Context: an optimization exercise on an open-source flow, tuned for small area and a short achievable clock period. The choices shown serve that exercise and are no tape-out recipe.
Only simulation tests tie the RTL to the original design; equivalence was not proved.

==> inputs of run P <==
## rs_burst_dec
module rs_burst_dec (
    input  wire         clk,
    input  wire         rst,
    input  wire         in_valid,
    input  wire [39:0]  in_beat,
    output reg          out_valid,
    output wire [511:0] out_data,
    output reg          out_ue,
    output reg  [2:0]   out_ce_count,
    output reg  [3:0]   out_dev
);
    reg         r_rst;         
    reg  [39:0] p0;
    reg         v0;
    reg  [3:0]  bc;            
    reg  [31:0] p1;
    reg         v1;
    reg  [31:0] p2;
    reg         v2;
    reg  [31:0] p3;
    reg         v3;
    reg  [31:0] p4;
    reg         v4;
    reg  [511:0] sr;           
    wire [511:0] fix;          
    always @(posedge clk) begin
        r_rst <= rst;
        p0    <= in_beat;
        v0    <= in_valid;
        if (r_rst)
            bc <= 4'd0;
        else if (v0)
            bc <= bc + 4'd1;
        p1 <= p0[31:0];
        v1 <= v0;
        p2 <= p1;
        v2 <= v1;
        p3 <= p2;
        v3 <= v2;
        p4 <= p3;
        v4 <= v3;
    end
    always @(posedge clk) begin
        if (v4)
            sr <= {sr[479:0], p4} ^ fix;
    end
    wire [31:0] t;
    rs_syndrome u_syn (.beat(p0), .h(bc[0]), .o(bc[3]), .t(t));
    reg [31:0] q0, q1, q2, q3;
    reg [31:0] s_syn;
    reg        s_valid;
    reg [1:0]  s_cw;
    wire       shift = bc[3] ? bc[0] : ~bc[0];
    always @(posedge clk) begin
        if (v0 && !bc[3])
            q0 <= bc[0] ? (q0 ^ t) : t;
        if (v0 && shift) begin
            q1 <= q0;
            q2 <= q1;
        end
        if (v0 && (shift || bc[3]))
            q3 <= (bc[3] && !bc[0]) ? (q3 ^ t) : q2;
        s_syn <= q3 ^ t;
        s_cw  <= bc[2:1];
        if (r_rst)
            s_valid <= 1'b0;
        else
            s_valid <= v0 && bc[3] && bc[0];
    end
    wire        d_valid, d_fail, d_two, d_corr, d_e1, d_e2;
    wire [1:0]  d_cw;
    wire [9:0]  d_hit;
    wire [3:0]  d_p1, d_p2;
  ...
clock: 25.0 ns
lec_check: 0
cap_margin: 20
core_margin: 2
core_utilization: 55
cts_buf_list: sky130_fd_sc_hd__clkbuf_16
cts_cluster_diameter: 60
cts_cluster_size: 20
place_density: 0.65
slew_margin: 20
standard.sh (not shown) runs the stock make flow with config.mk's settings and CLKGATE_MAP_FILE= SYNTH_SCRIPT=/design/flow/synth_recipe.tcl, a recipe that flattens the netlist after the stock synthesis.
==> flow/flow/run.sh <==
#!/bin/bash
# Layout: the standard flow (standard.sh, unchanged synthesis and steps),
# with every input and output port buffered by a sky130_fd_sc_hd__buf_1
# instead of the default delay-buffer cell.  Runs in the standard flow's work folder.
set -euo pipefail
export BUFFER_PORTS_ARGS="-buffer_cell sky130_fd_sc_hd__buf_1"
bash standard.sh > standard.log 2>&1
==> inputs of run X, as changes to run P <==
--- a/flow/design.v
+++ b/flow/design.v
@@ -300,67 +300,78 @@
             fromc[6] = a[1] ^ a[3] ^ a[4] ^ a[6];
             fromc[7] = a[2] ^ a[4] ^ a[6] ^ a[7];
         end
     endfunction
     wire [7:0] s0 = syn[7:0];
     wire [7:0] s1 = syn[15:8];
     wire [7:0] s2 = syn[23:16];
     wire [7:0] s3 = syn[31:24];
-    wire [7:0] p02, p13, pk, bdet;
+    wire [7:0] p02, p13, pk;
     rs_cmul u_p02 (.a(s0), .b(s2), .p(p02));
     rs_cmul u_p13 (.a(s1), .b(s3), .p(p13));
     rs_cmul u_pk  (.a(s0 ^ s1), .b(s2 ^ s3), .p(pk));
-    wire [7:0] det = csq(s1) ^ p02;
-    wire [7:0] bb  = csq(s2) ^ p13;
-    wire [7:0] aa  = pk ^ p02 ^ p13;
-    rs_cmul u_bd  (.a(bb), .b(det), .p(bdet));
-    wire       two = (det != 8'h00);
-    reg       v1, v2;
-    reg [1:0] c1, c2;
-    reg [7:0] a_den, a_num1, a_n2d, a_s0, a_s1;
-    reg       a_two, a_zero, a_one_ok;
-    always @(posedge clk) begin
-        a_den    <= two ? det  : s0;
-        a_num1   <= two ? aa   : s1;
-        a_n2d    <= two ? bdet : 8'h00;
-        a_s0     <= s0;
-        a_s1     <= s1;
-        a_two    <= two;
-        a_zero   <= (syn == 32'h0);
-        a_one_ok <= (s0 != 8'h00) && (aa == 8'h00);
-        c1       <= in_cw;
-    end
-    wire [7:0] dinv, ninv, l1, kk, il1;
-    rs_cinv u_id (.a(a_den),  .y(dinv));
-    rs_cinv u_in (.a(a_num1), .y(ninv));
-    rs_cmul u_l1 (.a(a_num1), .b(dinv),      .p(l1));
-    rs_cmul u_kk (.a(a_n2d),  .b(csq(ninv)), .p(kk));
-    rs_cmul u_il (.a(a_den),  .b(ninv),      .p(il1));
-    reg [7:0] b_l1, b_kk, b_il1, b_s0, b_s1;
+    reg       v1a, v1b, v2a;
+    reg [1:0] c1a, c1b, c2a;
+    reg [7:0] a_det, a_aa, a_bb, a_s0, a_s1;
+    reg       a_zero;
+    always @(posedge clk) begin
+        a_det  <= csq(s1) ^ p02;
+        a_bb   <= csq(s2) ^ p13;
+        a_aa   <= pk ^ p02 ^ p13;
+        a_s0   <= s0;
+        a_s1   <= s1;
+        a_zero <= (syn == 32'h0);
+        c1a    <= in_cw;
+    end
+    wire       two  = (a_det != 8'h00);
+    wire [7:0] den  = two ? a_det : a_s0;
+    wire [7:0] num1 = two ? a_aa  : a_s1;
+    wire [7:0] num2 = two ? a_bb  : 8'h00;
+    wire [7:0] dinv, ninv, n2d, s1d;
+    rs_cinv u_id  (.a(den),  .y(dinv));
+    rs_cinv u_in  (.a(num1), .y(ninv));
+    rs_cmul u_n2d (.a(num2), .b(den), .p(n2d));
+    rs_cmul u_s1d (.a(a_s1), .b(den), .p(s1d));
+    reg [7:0] b_num1, b_dinv, b_ninv, b_n2d, b_s1d, b_s0;
     reg       b_two, b_zero, b_one_ok;
     always @(posedge clk) begin
-        b_l1     <= l1;
-        b_kk     <= kk;
-        b_il1    <= il1;
+        b_num1   <= num1;
+        b_dinv   <= dinv;
+        b_ninv   <= ninv;
+        b_n2d    <= n2d;
+        b_s1d    <= s1d;
         b_s0     <= a_s0;
-        b_s1     <= a_s1;
-        b_two    <= a_two;
+        b_two    <= two;
         b_zero   <= a_zero;
-        b_one_ok <= a_one_ok;
-        c2       <= c1;
+        b_one_ok <= (a_s0 != 8'h00) && (a_aa == 8'h00);
+        c1b      <= c1a;
     end
-    wire [7:0] z = mz(b_kk);
-    wire       tr0 = !(b_kk[7]);
-    wire [7:0] x1, s0z, ya;
-    rs_cmul u_x1  (.a(b_l1), .b(z), .p(x1));
-    rs_cmul u_s0z (.a(b_s0), .b(z), .p(s0z));
-    rs_cmul u_ya  (.a(b_s1), .b(b_il1), .p(ya));
-    wire [7:0] x2 = x1 ^ b_l1;
-    wire [7:0] y2 = ya ^ s0z;
+    wire [7:0] l1, kk, ya;
+    rs_cmul u_l1 (.a(b_num1), .b(b_dinv),      .p(l1));
+    rs_cmul u_kk (.a(b_n2d),  .b(csq(b_ninv)), .p(kk));
+    rs_cmul u_ya (.a(b_s1d),  .b(b_ninv),      .p(ya));
+    reg [7:0] c_l1, c_z, c_ya, c_s0;
+    reg       c_tr0, c_two, c_zero, c_one_ok;
+    always @(posedge clk) begin
+        c_l1     <= l1;
+        c_z      <= mz(kk);
+        c_ya     <= ya;
+        c_s0     <= b_s0;
+        c_tr0    <= !(kk[7]);
+        c_two    <= b_two;
+        c_zero   <= b_zero;
+        c_one_ok <= b_one_ok;
+        c2a      <= c1b;
+    end
+    wire [7:0] x1, s0z;
+    rs_cmul u_x1  (.a(c_l1), .b(c_z), .p(x1));
+    rs_cmul u_s0z (.a(c_s0), .b(c_z), .p(s0z));
+    wire [7:0] x2 = x1 ^ c_l1;
+    wire [7:0] y2 = c_ya ^ s0z;
     wire [19:0] m1, m2;
     assign m1[0] = (x1 == 8'h78);
     assign m1[1] = (x1 == 8'ha5);
     assign m1[2] = (x1 == 8'h05);
     assign m1[3] = (x1 == 8'h23);
     assign m1[4] = (x1 == 8'hae);
     assign m1[5] = (x1 == 8'h1d);
     assign m1[6] = (x1 == 8'h74);
@@ -406,37 +417,39 @@
         for (i = 0; i < 16; i = i + 1) begin
             if (m1[i]) p1 = p1 | i[3:0];
             if (m2[i]) p2 = p2 | i[3:0];
         end
         for (i = 0; i < 10; i = i + 1)
             hit[i] = m1[2*i] | m1[2*i+1] | m2[2*i] | m2[2*i+1];
     end
     always @(posedge clk) begin
-        d_fail <= !b_zero && (b_two ? !(tr0 && (|m1) && (|m2)) : !(b_one_ok && (|m2)));
-        d_two  <= b_two;
-        d_corr <= !b_zero;
+        d_fail <= !c_zero && (c_two ? !(c_tr0 && (|m1) && (|m2)) : !(c_one_ok && (|m2)));
+        d_two  <= c_two;
+        d_corr <= !c_zero;
         d_hit  <= hit;
         d_e1   <= |m1[15:0];
         d_p1   <= p1;
         d_e2   <= |m2[15:0];
         d_p2   <= p2;
         d_y2   <= fromc(y2);
-        d_y1   <= fromc(y2 ^ b_s0);
-        d_cw   <= c2;
+        d_y1   <= fromc(y2 ^ c_s0);
+        d_cw   <= c2a;
     end
     always @(posedge clk) begin
         if (rst) begin
-            v1      <= 1'b0;
-            v2      <= 1'b0;
+            v1a     <= 1'b0;
+            v1b     <= 1'b0;
+            v2a     <= 1'b0;
             d_valid <= 1'b0;
         end else begin
-            v1      <= in_valid;
-            v2      <= v1;
-            d_valid <= v2;
+            v1a     <= in_valid;
+            v1b     <= v1a;
+            v2a     <= v1b;
+            d_valid <= v2a;
         end
     end
 endmodule
 module rs_burst_dec (
     input  wire         clk,
     input  wire         rst,
     input  wire         in_valid,
     input  wire [39:0]  in_beat,
@@ -453,16 +466,18 @@
     reg  [31:0] p1;
     reg         v1;
     reg  [31:0] p2;
     reg         v2;
     reg  [31:0] p3;
     reg         v3;
     reg  [31:0] p4;
     reg         v4;
+    reg  [31:0] p5;
+    reg         v5;
     reg  [511:0] sr;           
     wire [511:0] fix;          
     always @(posedge clk) begin
         r_rst <= rst;
         p0    <= in_beat;
         v0    <= in_valid;
         if (r_rst)
             bc <= 4'd0;
@@ -471,20 +486,22 @@
         p1 <= p0[31:0];
         v1 <= v0;
         p2 <= p1;
         v2 <= v1;
         p3 <= p2;
         v3 <= v2;
         p4 <= p3;
         v4 <= v3;
+        p5 <= p4;
+        v5 <= v4;
     end
     always @(posedge clk) begin
-        if (v4)
-            sr <= {sr[479:0], p4} ^ fix;
+        if (v5)
+            sr <= {sr[479:0], p5} ^ fix;
     end
     wire [31:0] t;
     rs_syndrome u_syn (.beat(p0), .h(bc[0]), .o(bc[3]), .t(t));
     reg [31:0] q0, q1, q2, q3;
     reg [31:0] s_syn;
     reg        s_valid;
     reg [1:0]  s_cw;
     wire       shift = bc[3] ? bc[0] : ~bc[0];
==> flow/run.sh (new file) <==
#!/bin/bash
# synth_recipe.tcl (not shown) runs the flow's synth.tcl, then flattens the netlist and writes it again
# the make line also repeats each setting of config.mk as NAME=value (left out here)
make -C /OpenROAD-flow-scripts/flow DESIGN_CONFIG=/design/flow/config.mk WORK_HOME=/design/flow/orfs CLKGATE_MAP_FILE= SYNTH_SCRIPT=/design/flow/synth_recipe.tcl finish
==> flow/config.mk (replaced) <==
export PLATFORM = sky130hd
export DESIGN_NAME = rs_burst_dec
export DESIGN_NICKNAME = rs_burst_dec
export VERILOG_FILES = /design/flow/design.v
export SDC_FILE = /design/flow/constraint.sdc
export NUM_CORES = 4
export LEC_CHECK = 0
export CAP_MARGIN = 20
export CORE_MARGIN = 2
export CORE_UTILIZATION = 50
export PLACE_DENSITY = 0.6
export SLEW_MARGIN = 20
removed: flow/flow/run.sh
removed: flow/standard.sh
==> run summary <==
- Run X produced a clean layout. Run P produced a clean layout.
- Core utilization: run P is higher than run X (1.1 points).
- Against run P, the via count of run X is smaller by 0.41%.
- Against run P, the hold slack of run X is higher by 0.026 ns.
- In critical path depth, run P and run X do not differ.
- Between run P and run X, the lower sequential share of layout area is in run X (gap 2.8 points).
- Non-clock buffer count: run P is lower than run X (42).

[re-timing with driven ports]
In the flow no input, the clock included, has a driving cell. The finished layouts below were timed again as built, in two steps. Step 1 (the two cells are an assumption about what drives the block):
set clk [get_ports {clk}]
set_driving_cell -lib_cell sky130_fd_sc_hd__clkbuf_16 $clk
set_driving_cell -lib_cell sky130_fd_sc_hd__buf_2 [delete_from_list [all_inputs] $clk]
Step 2 times the ports against the registers' clock, not the clock port: input delays grow and output delays shrink by t, the midpoint of the rising clock arrivals with the driver on. Slacks: no drivers / after step 1 / after step 2; pairs: no drivers / after step 1.
| run | t, ns | setup WS [ns] | worst register clock-pin slew, ns | worst slew at a driven data input, ns | pins driven straight from the clock port |
|---|---|---|---|---|---|
| run P | 0.753 | 18.313 / 18.240 / 18.597 | 0.09 / 0.09 | 0.04 | 1 |
| run X | 0.820 | 17.907 / 17.829 / 18.649 | 0.07 / 0.07 | 0.08 | 1 |
After both steps every run listed still meets setup and hold.
